Background: an optimization exercise with open tools, aiming at a short achievable clock period and few clock cycles. Do not read the settings as production practice. The RTL was checked by simulation tests, not by an equivalence proof against the original design. Power figures rest on the tool's default switching activity, not on a simulated workload.

`design/flow/config.mk`:
```
export PLATFORM = sky130hd
export DESIGN_NAME = barge_engine
export DESIGN_NICKNAME = barge_engine
export VERILOG_FILES = /design/flow/design.v
export SDC_FILE = /design/flow/constraint.sdc
export NUM_CORES = 4
export LEC_CHECK = 0
export ABC_CLOCK_PERIOD_IN_PS = 3500
export CAP_MARGIN = 20
export CORE_MARGIN = 2
export CORE_UTILIZATION = 30
export PLACE_DENSITY = 0.5
export SLEW_MARGIN = 20
export TNS_END_PERCENT = 20
```
`design/flow/flow/run.sh`:
```
#!/bin/bash
set -euo pipefail
MARGIN=${MARGIN:-6.0}
sed -e "s|\"\${@:-finish}\"|SETUP_SLACK_MARGIN=${MARGIN} 'BUFFER_PORTS_ARGS=-buffer_cell sky130_fd_sc_hd__buf_4' \"\${@:-finish}\"|" standard.sh > standard_margin.sh
bash standard_margin.sh > flow_make.log 2>&1
```
`design/flow/design.v`:
```
module barge_engine (
    input  wire         clk,
    input  wire         rst,
    input  wire         start,
    input  wire [191:0] start_arg,      
    input  wire [31:0]  start_tag,
    output wire         busy,
    output wire         done,
    output wire [7:0]   done_status,
    output wire [15:0]  done_result,
    output wire         imem_req,
    output wire [9:0]   imem_idx,
    input  wire         imem_rvalid,
    input  wire [63:0]  imem_rdata,
    output wire         dmem_req,
    output wire [2:0]   dmem_op,
    output wire [23:0]  dmem_addr,
    output wire [63:0]  dmem_wdata,
    input  wire         dmem_ack,
    input  wire [63:0]  dmem_rdata,
    input  wire [63:0]  w64,
    input  wire [255:0] self_fields
);
    localparam [2:0] DOP_LD    = 3'd0;
    localparam [2:0] DOP_ST    = 3'd1;
    localparam [2:0] DOP_AADD  = 3'd2;
    localparam [2:0] DOP_AADD2 = 3'd3;
    localparam [2:0] DOP_ASWAP = 3'd4;
    localparam [7:0] OP_NOP   = 8'h01, OP_ADD   = 8'h02, OP_SUB   = 8'h03,
                     OP_AND   = 8'h04, OP_OR    = 8'h05, OP_XOR   = 8'h06,
                     OP_SHL   = 8'h07, OP_SHR   = 8'h08, OP_SAR   = 8'h09,
                     OP_ADDI  = 8'h0A, OP_ANDI  = 8'h0B, OP_LI    = 8'h0C,
                     OP_LIH   = 8'h0D, OP_LD    = 8'h10, OP_ST    = 8'h11,
                     OP_AADD  = 8'h18, OP_AADD2 = 8'h19, OP_ASWAP = 8'h1A,
                     OP_FADD  = 8'h1C, OP_FADD2 = 8'h1D, OP_FSWAP = 8'h1E,
                     OP_BEQ   = 8'h20, OP_BNE   = 8'h21, OP_BLT   = 8'h22,
                     OP_BGE   = 8'h23, OP_JMP   = 8'h24, OP_BSTAT = 8'h25,
                     OP_POST  = 8'h43, OP_TIME  = 8'h48, OP_SELF  = 8'h49;
    localparam [7:0] ST_DATA_FAULT = 8'h09;
    localparam [3:0] FC_ILLEGAL = 4'd1;
    localparam [3:0] FC_PC      = 4'd2;
    localparam [3:0] FC_MEM     = 4'd3;
    localparam [3:0] FC_SEALED  = 4'd4;
    localparam PDW = 112;
    function [PDW-1:0] predecode(input [63:0] w, input [9:0] idx);
        reg [7:0]  o;
        reg [3:0]  frd, fra, frb;
        reg [11:0] fx;
        reg [31:0] fimm;
        reg lg, u_rd, u_ra, u_rb, u_x, u_imm, ill;
        reg [12:0] t13;
        reg [PDW-1:0] p;
        begin
            o = w[7:0]; frd = w[11:8]; fra = w[15:12]; frb = w[19:16];
            fx = w[31:20]; fimm = w[63:32];
            lg = 1'b1;
            u_rd = 1'b0; u_ra = 1'b0; u_rb = 1'b0; u_x = 1'b0; u_imm = 1'b0;
            case (o)
                OP_NOP: ;
                OP_ADD, OP_SUB, OP_AND, OP_OR, OP_XOR, OP_SHL, OP_SHR, OP_SAR:
                    begin u_rd = 1'b1; u_ra = 1'b1; u_rb = 1'b1; end
                OP_ADDI, OP_ANDI, OP_LD:
                    begin u_rd = 1'b1; u_ra = 1'b1; u_imm = 1'b1; end
                OP_LI, OP_LIH, OP_SELF:
                    begin u_rd = 1'b1; u_imm = 1'b1; end
                OP_ST, OP_AADD, OP_AADD2, OP_ASWAP:
                    begin u_ra = 1'b1; u_rb = 1'b1; u_imm = 1'b1; end
                OP_FADD, OP_FADD2, OP_FSWAP:
                    begin u_rd = 1'b1; u_ra = 1'b1; u_rb = 1'b1; u_imm = 1'b1; end
                OP_BEQ, OP_BNE, OP_BLT, OP_BGE:
                    begin u_ra = 1'b1; u_rb = 1'b1; u_x = 1'b1; end
                OP_JMP:
                    u_x = 1'b1;
                OP_BSTAT:
                    begin u_ra = 1'b1; u_imm = 1'b1; u_x = 1'b1; end
                OP_POST:
                    u_ra = 1'b1;
                OP_TIME:
                    u_rd = 1'b1;
                default:
                    lg = 1'b0;
            endcase
            ill = !lg || !((u_rd  || frd  == 4'd0)  &&
                           (u_ra  || fra  == 4'd0)  &&
                           (u_rb  || frb  == 4'd0)  &&
                           (u_x   || fx   == 12'd0) &&
                           (u_imm || fimm == 32'd0));
            t13 = {3'b000, idx} + {fx[11], fx};
            p = {PDW{1'b0}};
            p[63:0]  = w;
            p[73:64] = idx;
            p[83:74] = t13[9:0];
            p[84]    = (t13 > 13'd1023);
            p[85]    = (idx == 10'd1023);
            p[86]    = ill;
            p[87]    = (o == OP_JMP) ||
                       ((o == OP_BEQ || o == OP_BNE || o == OP_BLT || o == OP_BGE) && fx[11]) ||
                       ((o == OP_BEQ || o == OP_BGE) && fra == frb) ||
                       (o == OP_BNE && fra != frb);
            p[88]    = (frd != 4'd0) &&
                       ((o >= OP_ADD && o <= OP_LIH) || o == OP_TIME || o == OP_SELF);
            p[89]    = (o == OP_LD) || (o == OP_ST) || (o == OP_AADD) || (o == OP_AADD2) ||
                       (o == OP_ASWAP) || (o == OP_FADD) || (o == OP_FADD2) || (o == OP_FSWAP);
            p[90]    = (frd != 4'd0) &&
                       ((o == OP_LD) || (o == OP_FADD) || (o == OP_FADD2) || (o == OP_FSWAP));
            case (o)
                OP_ST:              p[93:91] = DOP_ST;
                OP_AADD,  OP_FADD:  p[93:91] = DOP_AADD;
                OP_AADD2, OP_FADD2: p[93:91] = DOP_AADD2;
                OP_ASWAP, OP_FSWAP: p[93:91] = DOP_ASWAP;
                default:            p[93:91] = DOP_LD;
            endcase
            p[94]    = (o >= OP_BEQ && o <= OP_BSTAT);
            p[95]    = (o == OP_POST);
            p[96]    = (o >= OP_ADD && o <= OP_SAR) || (o == OP_LD) || (o == OP_ST) ||
                       (o >= OP_AADD && o <= OP_ASWAP) || (o >= OP_FADD && o <= OP_FSWAP) ||
                       (o >= OP_BEQ && o <= OP_BGE);
            p[97]    = (o == OP_LIH);
            p[98]    = (o == OP_ADD) || (o == OP_ADDI) || (o == OP_LI);
            p[99]    = (o == OP_SUB);
            p[100]   = (o == OP_AND) || (o == OP_ANDI);
            p[101]   = (o == OP_OR) || (o == OP_LIH) || (o == OP_TIME) || (o == OP_SELF);
            p[102]   = (o == OP_XOR);
            p[103]   = (o == OP_SHL);
            p[104]   = (o == OP_SHR) || (o == OP_SAR);
            p[105]   = (o == OP_SAR);
            p[106]   = (o == OP_BEQ);
            p[107]   = (o == OP_BNE);
            p[108]   = (o == OP_BLT);
            p[109]   = (o == OP_BGE);
            p[110]   = (o == OP_JMP);
            p[111]   = (o == OP_BSTAT);
            predecode = p;
        end
    endfunction
    reg         run;             
    reg         fin;             
    reg  [15:0] fin_result;
    reg         dn;              
    reg  [63:0] regs [1:15];
    reg  [9:0]  fpc;             
    reg         ipend;           
    reg         ikill;           
    reg  [9:0]  ipc;             
    reg         ibtb;            
    reg  [3:0]  bt_v;
    reg  [9:0]  bt_pc  [0:3];
    reg  [9:0]  bt_tgt [0:3];
    reg  [1:0]  bt_nx;           
    reg           v0, v1;
    reg [PDW-1:0] e0, e1;
    reg           xv;
    reg [PDW-1:0] xi;
    reg  [63:0]   xa, xb;        
    reg           xa_w, xb_w;    
    reg  [3:0]    xa_r, xb_r;    
    reg         q0_v, q1_v;
    reg  [2:0]  q0_op, q1_op;
    reg  [23:0] q0_addr, q1_addr;
    reg  [63:0] q0_wdata, q1_wdata;
    reg         q0_wr, q1_wr;    
    reg  [3:0]  q0_rd, q1_rd;
    reg         dpend;           
    reg         fl_wr;
    reg  [3:0]  fl_rd;
    wire [3:0]  x_rd   = xi[11:8];
    wire [31:0] x_imm  = xi[63:32];
    wire [9:0]  x_pc   = xi[73:64];
    wire [9:0]  x_tgt  = xi[83:74];
    wire        x_tbad = xi[84];
    wire        x_sbad = xi[85];
    wire        x_ill  = xi[86];
    wire        x_pt   = xi[87];
    wire        x_alu  = xi[88];
    wire        x_mem  = xi[89];
    wire        x_mwr  = xi[90];
    wire [2:0]  x_dop  = xi[93:91];
    wire        x_br   = xi[94];
    wire        x_post = xi[95];
    wire [63:0] sum  = xa + xb;
    wire [63:0] diff = xa - xb;
    wire [5:0]  shamt = xb[5:0];
    wire [63:0] shl  = xa << shamt;
    wire [63:0] sra  = $signed(xa) >>> shamt;
    wire [63:0] shr  = xi[105] ? sra : (xa >> shamt);
    wire [63:0] xres = ({64{xi[98]}}  & sum)       |
                       ({64{xi[99]}}  & diff)      |
                       ({64{xi[100]}} & (xa & xb)) |
                       ({64{xi[101]}} & (xa | xb)) |
                       ({64{xi[102]}} & (xa ^ xb)) |
                       ({64{xi[103]}} & shl)       |
                       ({64{xi[104]}} & shr);
    wire [3:0] bsel = (xa[7:0] > 8'h0C) ? 4'h9 : xa[3:0];
    wire taken = (xi[106] && (xa == xb)) ||
                 (xi[107] && (xa != xb)) ||
                 (xi[108] && ($signed(xa) <  $signed(xb))) ||
                 (xi[109] && ($signed(xa) >= $signed(xb))) ||
                 xi[110] ||
                 (xi[111] && x_imm[{1'b0, bsel}]);
    wire pc_bad = (x_br && taken) ? x_tbad : x_sbad;
    wire [9:0] x_target = taken ? x_tgt : x_pc + 10'd1;
    wire [32:0] ea_lo = {1'b0, xa[31:0]} + {1'b0, x_imm};
    wire [31:0] a_hi  = xa[63:32];
    wire hi_one = x_imm[31] ? (ea_lo[32] ? (a_hi == 32'd1) : (a_hi == 32'd2))
                            : (ea_lo[32] ? (a_hi == 32'd0) : (a_hi == 32'd1));
    wire in_sealed = hi_one && (ea_lo[31:22] == 10'h020);
    wire in_sp     = hi_one && (ea_lo[31:25] < 7'd3) && (ea_lo[2:0] == 3'd0);
    wire mem_fault = in_sealed || !in_sp;
    wire bend      = dn;                       
    wire xrun      = xv && run && !fin && !bend;
    wire x_ready   = !xa_w && !xb_w;
    wire d_issue   = q0_v && (!dpend || dmem_ack);
    wire x_fault   = xrun && x_ill;
    wire x_mfault  = xrun && !x_ill && x_ready && x_mem && mem_fault;
    wire x_go      = xrun && !x_ill && x_ready && !x_post && (!x_mem || !q1_v);
    wire mem_go    = x_go && x_mem;                  
    wire x_pcfault = x_go && !(x_mem && mem_fault) && pc_bad;
    wire x_redir   = x_go && x_br && !pc_bad && (taken != x_pt);
    wire alu_we    = x_go && x_alu;
    wire x_wreg    = x_go && (x_alu || x_mwr);
    assign done    = dn;
    assign busy    = run && !dn;
    wire start_acc = start && !busy;
    reg  [7:0]  pst;
    reg  [15:0] pres;
    reg         ps_stale;        
    assign done_status = fin ? ST_DATA_FAULT : pst;
    assign done_result = fin ? fin_result : pres;
    function [7:0] post_status(input [7:0] v);
        post_status = (v > 8'h0C) ? ST_DATA_FAULT : v;
    endfunction
    wire f_ok = run && !dn && !fin && !v1 && !(v0 && ipend);
    assign imem_req = (f_ok && !ipend) || (f_ok && ipend && imem_rvalid);
    assign imem_idx = fpc;
    wire arr = ipend && imem_rvalid && !ikill;
    wire [PDW-1:0] apd0 = predecode(imem_rdata, ipc);
    wire [PDW-1:0] apd  = {apd0[PDW-1:88], apd0[87] || ibtb, apd0[86:0]};
    wire a_pt = apd0[87];
    wire flush_x = x_redir || bend || start_acc || fin;
    wire x_adv   = !xv || x_go;                  
    wire           n_v  = v0 || arr;
    wire [PDW-1:0] npd  = v0 ? e0 : apd;
    wire           take = x_adv && n_v;        
    wire           take_ok = take && !flush_x;
    wire er_ok, taken_e;
    wire n_dir   = er_ok ? taken_e : npd[87];
    wire n_redir = take_ok && npd[94] && (n_dir != (v0 ? e0[87] : ibtb));
    wire [9:0] n_rtgt = n_dir ? npd[83:74] : npd[73:64] + 10'd1;
    wire flush   = flush_x || n_redir;
    wire a_redir = arr && a_pt && !ibtb && !flush && !(take && !v0);
    wire bt_ins  = a_redir || (n_redir && n_dir && !v0);
    wire [9:0] bt_ins_tgt = apd0[83:74];
    reg       f_hit;
    reg [9:0] f_tgt;
    integer   m;
    always @(*) begin
        f_hit = 1'b0;
        f_tgt = 10'd0;
        for (m = 0; m < 4; m = m + 1)
            if (bt_v[m] && bt_pc[m] == fpc) begin
                f_hit = 1'b1;
                f_tgt = bt_tgt[m];
            end
    end
    always @(posedge clk) begin
        if (rst || start_acc) begin
            bt_v  <= 4'd0;
            bt_nx <= 2'd0;
        end else if (bt_ins) begin
            bt_v[bt_nx]   <= 1'b1;
            bt_pc[bt_nx]  <= ipc;
            bt_tgt[bt_nx] <= bt_ins_tgt;
            bt_nx         <= bt_nx + 2'd1;
        end
    end
    always @(posedge clk) begin
        if (rst) begin
            ipend <= 1'b0;
            ikill <= 1'b0;
        end else begin
            if (imem_req) begin
                ipend <= 1'b1;
                ipc   <= fpc;
                ibtb  <= f_hit;
                ikill <= flush || a_redir;
            end else if (imem_rvalid) begin
                ipend <= 1'b0;
                ikill <= 1'b0;
            end else if (flush) begin
                ikill <= ipend;
            end
        end
        if (start_acc || bend)
            fpc <= 10'd0;
        else if (x_redir)
            fpc <= x_target;
        else if (n_redir)
            fpc <= n_rtgt;
        else if (a_redir)
            fpc <= apd[83:74];
        else if (imem_req)
            fpc <= f_hit ? f_tgt : fpc + 10'd1;
    end
    always @(posedge clk) begin : buffer
        reg           n0, n1;
        reg [PDW-1:0] j0, j1;
        if (take && v0) begin
            n0 = v1; j0 = e1;
            n1 = 1'b0; j1 = e1;
        end else begin
            n0 = v0; j0 = e0;
            n1 = v1; j1 = e1;
        end
        if (arr && !(take && !v0)) begin
            if (!n0) begin
                n0 = 1'b1; j0 = apd;
            end else begin
                n1 = 1'b1; j1 = apd;
            end
        end
        if (rst || flush) begin
            n0 = 1'b0; n1 = 1'b0;
        end
        v0 <= n0; e0 <= j0;
        v1 <= n1; e1 <= j1;
    end
    wire [3:0]  n_rd  = npd[11:8];
    wire [3:0]  n_ra  = npd[15:12];
    wire [3:0]  n_rb  = npd[19:16];
    wire [31:0] n_imm = npd[63:32];
    wire [3:0]  n_br  = npd[97] ? n_rd : n_rb;    
    function [1:0] src(input [3:0] r);
        begin
            if (r == 4'd0)
                src = 2'd0;
            else if (x_go && x_alu && x_rd == r)
                src = 2'd1;
            else if (x_go && x_mwr && x_rd == r)
                src = 2'd2;
            else if (q1_v && q1_wr && q1_rd == r)
                src = 2'd2;
            else if (q0_v && q0_wr && q0_rd == r)
                src = 2'd2;
            else if (dpend && fl_wr && fl_rd == r)
                src = dmem_ack ? 2'd3 : 2'd2;
            else
                src = 2'd0;
        end
    endfunction
    wire [63:0] rf [0:15];
    genvar g;
    assign rf[0] = 64'd0;
    generate
        for (g = 1; g < 16; g = g + 1) begin : rfw
            assign rf[g] = regs[g];
        end
    endgenerate
    wire [63:0] ra_v = rf[n_ra];
    wire [63:0] rb_v = rf[n_br];
    wire [1:0]  sa = src(n_ra);
    wire [1:0]  sb = src(n_br);
    wire [63:0] fa = (sa == 2'd1) ? xres : (sa == 2'd3) ? dmem_rdata : ra_v;
    wire [63:0] fb = (sb == 2'd1) ? xres : (sb == 2'd3) ? dmem_rdata : rb_v;
    wire [63:0] pa = (sa == 2'd3) ? dmem_rdata : ra_v;
    wire [63:0] s_b  = xi[99] ? ~xb : xb;
    wire [63:0] s_x  = xa ^ s_b;
    wire [63:0] s_k  = xa | s_b;
    wire s_zero = (s_x == {s_k[62:0], xi[99]});
    wire s_ok = (npd[106] || npd[107]) && (xi[98] || xi[99]) &&
                (((sa == 2'd1) && (n_rb == 4'd0)) || ((sb == 2'd1) && (n_ra == 4'd0)));
    assign er_ok   = !npd[86] && s_ok;
    assign taken_e = npd[106] ? s_zero : !s_zero;
    wire [7:0]  n_op = npd[7:0];
    reg  [63:0] nb;
    always @(*) begin
        if (npd[96])
            nb = fb;
        else if (npd[97])
            nb = {n_imm, fb[31:0]};
        else if (n_op == OP_ANDI)
            nb = {32'd0, n_imm};
        else if (n_op == OP_TIME)
            nb = w64;
        else if (n_op == OP_SELF)
            nb = {32'd0, self_fields[n_imm[2:0]*32 +: 32]};
        else
            nb = {{32{n_imm[31]}}, n_imm};
    end
    wire nb_w = (npd[96] || npd[97]) && (sb == 2'd2);
    wire a_cap = xa_w && dmem_ack && dpend && fl_wr && fl_rd == xa_r;
    wire b_cap = xb_w && dmem_ack && dpend && fl_wr && fl_rd == xb_r;
    wire xv_n   = (x_adv || flush_x) ? take_ok : xv;
    wire xa_w_n = x_adv ? (sa == 2'd2) : (xa_w && !a_cap);
    wire xpost_n = x_adv ? (npd[95] && !npd[86]) : (x_post && !x_ill);
    wire ps_stale_n = x_adv && (sa == 2'd1);
    always @(posedge clk) begin
        if (rst)
            xv <= 1'b0;
        else
            xv <= xv_n;
        xa_w <= xa_w_n;
        ps_stale <= ps_stale_n;
        if (x_adv) begin
            pst  <= post_status(pa[7:0]);
            pres <= pa[31:16];
        end else if (a_cap) begin
            pst  <= post_status(dmem_rdata[7:0]);
            pres <= dmem_rdata[31:16];
        end else begin
            pst  <= post_status(xa[7:0]);
            pres <= xa[31:16];
        end
        if (x_adv) begin
            xi   <= {npd[PDW-1:88], n_dir, npd[86:0]};
            xa   <= fa;
            xb   <= nb;
            xb_w <= nb_w;
            xa_r <= n_ra;
            xb_r <= n_br;
        end else begin
            if (a_cap)
                xa <= dmem_rdata;
            if (b_cap) begin
                if (xi[97])
                    xb[31:0] <= dmem_rdata[31:0];
                else
                    xb <= dmem_rdata;
                xb_w <= 1'b0;
            end
        end
    end
    assign dmem_req   = d_issue;
    assign dmem_op    = q0_op;
    assign dmem_addr  = q0_addr;
    assign dmem_wdata = q0_wdata;
    wire        nq_v   = mem_go && !mem_fault;
    wire        c0     = x_wreg && q0_rd == x_rd;    
    wire        c1     = x_wreg && q1_rd == x_rd;
    wire        q0_v_n = d_issue ? (q1_v || nq_v) : (q0_v || nq_v);
    always @(posedge clk) begin
        if (rst) begin
            q0_v  <= 1'b0;
            q1_v  <= 1'b0;
            dpend <= 1'b0;
            fl_wr <= 1'b0;
        end else begin
            q0_v <= q0_v_n;
            if (d_issue) begin
                if (q1_v) begin
                    q0_op <= q1_op; q0_addr <= q1_addr; q0_wdata <= q1_wdata;
                    q0_wr <= q1_wr && !c1; q0_rd <= q1_rd;
                end else begin
                    q0_op <= x_dop; q0_addr <= ea_lo[26:3]; q0_wdata <= xb;
                    q0_wr <= x_mwr; q0_rd <= x_rd;
                end
                q1_v <= q1_v && nq_v;
                q1_op <= x_dop; q1_addr <= ea_lo[26:3]; q1_wdata <= xb;
                q1_wr <= x_mwr; q1_rd <= x_rd;
            end else begin
                if (!q0_v) begin
                    q0_op <= x_dop; q0_addr <= ea_lo[26:3]; q0_wdata <= xb;
                    q0_wr <= x_mwr; q0_rd <= x_rd;
                end else begin
                    if (c0)
                        q0_wr <= 1'b0;
                    if (!q1_v) begin
                        q1_op <= x_dop; q1_addr <= ea_lo[26:3]; q1_wdata <= xb;
                        q1_wr <= x_mwr; q1_rd <= x_rd;
                    end else if (c1) begin
                        q1_wr <= 1'b0;
                    end
                end
                q1_v <= q1_v || (q0_v && nq_v);
            end
            if (d_issue) begin
                dpend <= 1'b1;
                fl_wr <= q0_wr && !c0;
                fl_rd <= q0_rd;
            end else begin
                if (dmem_ack)
                    dpend <= 1'b0;
                if (bend || dmem_ack || (x_wreg && fl_rd == x_rd))
                    fl_wr <= 1'b0;
            end
        end
    end
    wire set_fin = x_fault || x_mfault || x_pcfault;
    wire run_n   = start_acc || (run && !bend);
    wire fin_n   = !start_acc && !bend && (fin || set_fin);
    always @(posedge clk) begin
        if (rst) begin
            run <= 1'b0;
            fin <= 1'b0;
            dn  <= 1'b0;
        end else begin
            run <= run_n;
            fin <= fin_n;
            dn  <= run_n && !q0_v_n && (fin_n || (xv_n && !xa_w_n && !ps_stale_n && xpost_n));
        end
        if (x_fault)
            fin_result <= {FC_ILLEGAL, 2'b00, x_pc};
        else if (x_mfault)
            fin_result <= {in_sealed ? FC_SEALED : FC_MEM, 2'b00, x_pc};
        else if (x_pcfault)
            fin_result <= {FC_PC, 2'b00, (x_br && taken) ? x_tgt : 10'd0};
    end
    integer k;
    always @(posedge clk) begin
        if (dmem_ack && dpend && fl_wr)
            regs[fl_rd] <= dmem_rdata;
        if (alu_we)
            regs[x_rd] <= xres;
        if (start_acc) begin
            for (k = 1; k <= 15; k = k + 1)
                regs[k] <= 64'd0;
            for (k = 1; k <= 6; k = k + 1)
                regs[k] <= {32'd0, start_arg[(k-1)*32 +: 32]};
            regs[7] <= {32'd0, start_tag};
        end
    end
endmodule
```
`design/flow/standard.sh`:
```
#!/bin/bash
# synth_recipe.tcl (not shown) runs the flow's synth.tcl, then flattens the netlist and writes it again
# the make line also repeats each setting of config.mk as NAME=value (left out here)
make -C /OpenROAD-flow-scripts/flow DESIGN_CONFIG=/design/flow/config.mk WORK_HOME=/design/flow/orfs CLKGATE_MAP_FILE= SYNTH_SCRIPT=/design/flow/synth_recipe.tcl "${@:-finish}"
```
`design/flow/constraint.sdc`:
```
create_clock -name core_clock -period 11.0 [get_ports {clk}]
set_input_delay 2.2000 -clock core_clock [delete_from_list [all_inputs] [get_ports {clk}]]
set_output_delay 2.2000 -clock core_clock [all_outputs]
set_load 0.01 [all_outputs]
```
==> flow_summary.json <==
{
  "htree_levels": 4,
  "grt_antenna_before_repair": 174,
  "ys_seq_elements": 1733,
  "switching_share_pct": 37.2,
  "place_ws_ns": 2.61,
  "area_delta_synth_final_pct": 23.6,
  "dr_wl_met2_microns": 326000,
  "dr.pass1.iters": 13,
  "finalSetupViolCount": 0,
  "tightest_slew_ns": 1.31,
  "clkTransAtPathRegs_ns": 0.06,
  "hold_class": "flip-flop to flip-flop",
  "clk_path_buf_depth": 4,
  "start_kind": "input pin",
  "critPathMaxFanout": 36,
  "ys_seq_area_share_pct": 37.1,
  "synthArstFlopShare_pct": 0,
  "synth_flop_cell": "dfxtp_1",
  "avgSynthCellArea_sq_um": 8.82,
  "insertion_delay_ns": 1.00,
  "grt_pass1_wl_microns": 1060000,
  "grtUsageTotal_pct": 39.0,
  "p_sw_mw": 7.74,
  "viasPerCell": 6.72,
  "timing.final.ws_setup_ns": 5.55,
  "io_pins": 806,
  "p_comb_share_pct": 29.6,
  "setup_tns_ns": 0,
  "synthTopCellsByArea": "edfxtp_1, dfxtp_1, mux2_2, o21ai_0, a22oi_1",
  "hpwl_microns": 543000,
  "p_per_area_nw_per_um2": 145,
  "grt_max_degree": 173,
  "arrival_ns": 6.30,
  "fin_skew_ns": 0.126,
  "multi_input_area_sq_um": 70400,
  "period_needed_ns": 5.45,
  "dieArea_sq_um": 393000,
  "final_hold_viol_count": 0,
  "wl_met3_microns": 110000,
  "end_kind": "flip-flop",
  "outcome": "timing/DRC/antenna clean",
  "drtIter0Drc": 24531,
  "synth_commonest_cells": "o21ai_0, clkbuf_1, nor2_1",
  "netlist_instances": 13179,
  "dieWidth_microns": 627,
  "drc_errors": 0,
  "die_h_microns": 627,
  "cts_tree": "built",
  "fill_cells": 39628,
  "cpMostUsedCell": "buf_4",
  "min_from": "e0[92]",
  "drive_above_1_share_pct": 23.8,
  "crit_start": "imem_rdata[32]",
  "crit_type": "input pin to flip-flop",
  "route.layer.met1.wl_microns": 283000,
  "netlist_area_sq_um": 116000,
  "crit_chain": "buf_4 -> mux2i_4 -> buf_4 -> inv_2 -> buf_4 -> a311oi_1 -> a311oi_2 -> o21ai_0 -> o21ai_0 -> a21oi_1 -> a22o_1",
  "cts_hold_buf": 0,
  "synth_cell_types": 111,
  "synth_top_area_share_pct": 21.7,
  "worst_path_max_delay_cell": "a21oi_1",
  "fp.coreArea_sq_um": 386000,
  "cts_sinks": 1733,
  "leakage_nw": 52.9,
  "root_buffer": "clkbuf_16",
  "synth.most_common_cell": "o21ai_0",
  "irDropWorstVdd_mv": 0.139,
  "nets": 14700,
  "numPortBuffers": 805,
  "r2r_start": "xb[35]",
  "drtAntennaViolNets": 0,
  "gp_congestion": 1.03,
  "seqPwrFrac_pct": 35.5,
  "via_count": 128859,
  "wire_per_inst_microns": 41.9,
  "regArea_sq_um": 43100,
  "relSlewSlack_pct": 12.0,
  "fmax_mhz": 184,
  "fin_crit_sh_pct": 49.5,
  "numCtsBuffers": 207,
  "rsz0062_at_grt": "true",
  "start_util_pct": 30.2,
  "ys_warn_count": 1,
  "route.top_layer_used": "met5",
  "routed_wl_microns": 803000,
  "synth_enable_flop_cells": 841,
  "yosysTopAreaCell": "edfxtp_1",
  "cp_data_required_time_ns": 11.85,
  "clock_power_share_pct": 34.9,
  "num_rows": 228,
  "slowest_delay_ns": 0.97,
  "grt_pass1_vias": 115582,
  "intPower_mw": 13.0,
  "grt_overflow": 0,
  "slew_viol_final": 0,
  "drv_cap": 0
}
-- sequential cells by signal (all words and copies together) (netlist names), 16 cells and up --
| signal | count |
|---|---|
| e0 | 100 |
| xa | 64 |
| e1 | 100 |
| q0_wdata | 64 |
| xi | 84 |
| q1_addr | 24 |
| xb | 64 |
| q1_wdata | 64 |
| q0_addr | 24 |
| bt_pc | 40 |
| regs | 960 |
| bt_tgt | 40 |
| pres | 16 |
-- layout by cell type (no fill, tap or decap), drive strengths merged, types with 45 or more instances in the layout --
cell type  instances
nor2b             45
a221oi           215
nor3             112
nor2            1101
o221ai            62
nand4            136
xnor2            254
a22oi            670
nor4              73
a31oi             89
nand2b            67
ha               309
buf             1604
o22ai             62
a211oi           663
o211ai           106
nand3            471
mux2i            249
and3             305
mux4             130
a222oi           130
edfxtp           841
clkbuf           309
a22o             203
a311oi            64
dfxtp            892
diode            115
mux2             675
xor2              82
nand2           1094
clkinv            60
a21oi            657
inv              283
o21ai           1251
-- what timing repair did --
action,in CTS,in global routing
buffers inserted,295,44
endpoints found under the setup margin,1196,563
pin swaps,142,61
resized for setup,602,145
gates cloned,66,4
-- final cells by class --
class | count | area share (%)
Clock inverter | 82 | 0.641
Timing Repair inverter | 2 | 0.00870
Multi-Input combinational cell | 9847 | 49.0
Inverter | 290 | 0.832
Tap cell | 5175 | 4.50
Clock buffer | 301 | 4.13
Sequential cell | 1733 | 30.0
Timing Repair Buffer | 1629 | 10.7
Antenna cell | 115 | 0.200
-- critical path: cells and delay by family --
kind                   cells  cell delay, ns
AOI/OAI and AO/OA          6            2.63
buffers and inverters      4            1.11
muxes                      1            0.33
-- cells by family (layout without fill, tap and decap cells) --
family,count (synthesis),in the layout,share of synthesized area (%)
AOI/OAI and AO/OA,4547,4550,26.3
xor gates and xnor gates,337,337,2.55
adders and majority gates,313,313,3.39
buffers and inverters,1622,2304,5.35
DFF,1733,1733,37.1
muxes,1054,1054,11.2
other,1,119,0.00322
and+or+nand+nor,3572,3589,14.1
-- stage by stage --
stage                     cell area [sq um]  hold slack (ns)  power [mW]  util, %  std cells
after detailed placement             128000            0.453        12.8     33.3      18258
after CTS                            142000            0.462        20.3     36.9      19002
final                                144000            0.462        20.8     37.3      19174
after global routing                 144000            0.490        21.0     37.2      19114
after floorplan                      116000            0.427        10.1        -      13182
after global placement               128000            0.451        12.8     33.3      18255
-- final timing paths --
| kind | end | cells after the start | slack, ns |
|---|---|---|---|
| min reg2reg | xi[92] | 1 | 0.46 |
| max reg2reg | bt_tgt[3][1] | 16 | 5.58 |
| min | xi[92] | 1 | 0.46 |
| max | xb[10] | 11 | 5.55 |
-- power groups by stage --
stage	sequential [mW]	combinational, mW	clock, mW
after global placement	7.56	5.28	0
final	7.37	6.15	7.25
after CTS	7.35	5.74	7.22
after detailed placement	7.56	5.27	0
after global routing	7.37	6.22	7.45
after floorplan	7.40	2.71	0
-- layer usage --
layer / GRT usage (%) / up-vias
met5: 0.444 / -
met4: 33.0 / 64
met3: 15.9 / 3150
met2: 55.2 / 11077
met1: 45.6 / 63103
li1: - / 51465
Testbench counts, summed over its fixed seeds: cycles 37,517.

==> port drivers added, routing unchanged <==
In the flow no input, the clock included, has a driving cell. The finished layout below was timed again as built, in two steps.
Step 1 assumes that a clkbuf_16 drives the clock port and a buf_2 every other input.
Step 2 adds t to the input delays and takes it off the output delays; t is the mean of the earliest and latest rising clock arrival at the registers after step 1. Input paths then give back, and output paths get back, about the clock's delay inside the block.
Three values: ideal, step 1, step 2; two values: the first two.
t, ns: 1.063
setup WS [ns]: 5.551 / 5.555 / 4.582
latest minus earliest clock arrival (ns): 0.128 / 0.128
worst slew at a driven data input, ns: 0.39
After both steps this run still meets setup and hold. The setup slack of this run moves by +0.004 ns with the drivers and by -0.969 ns with both steps.
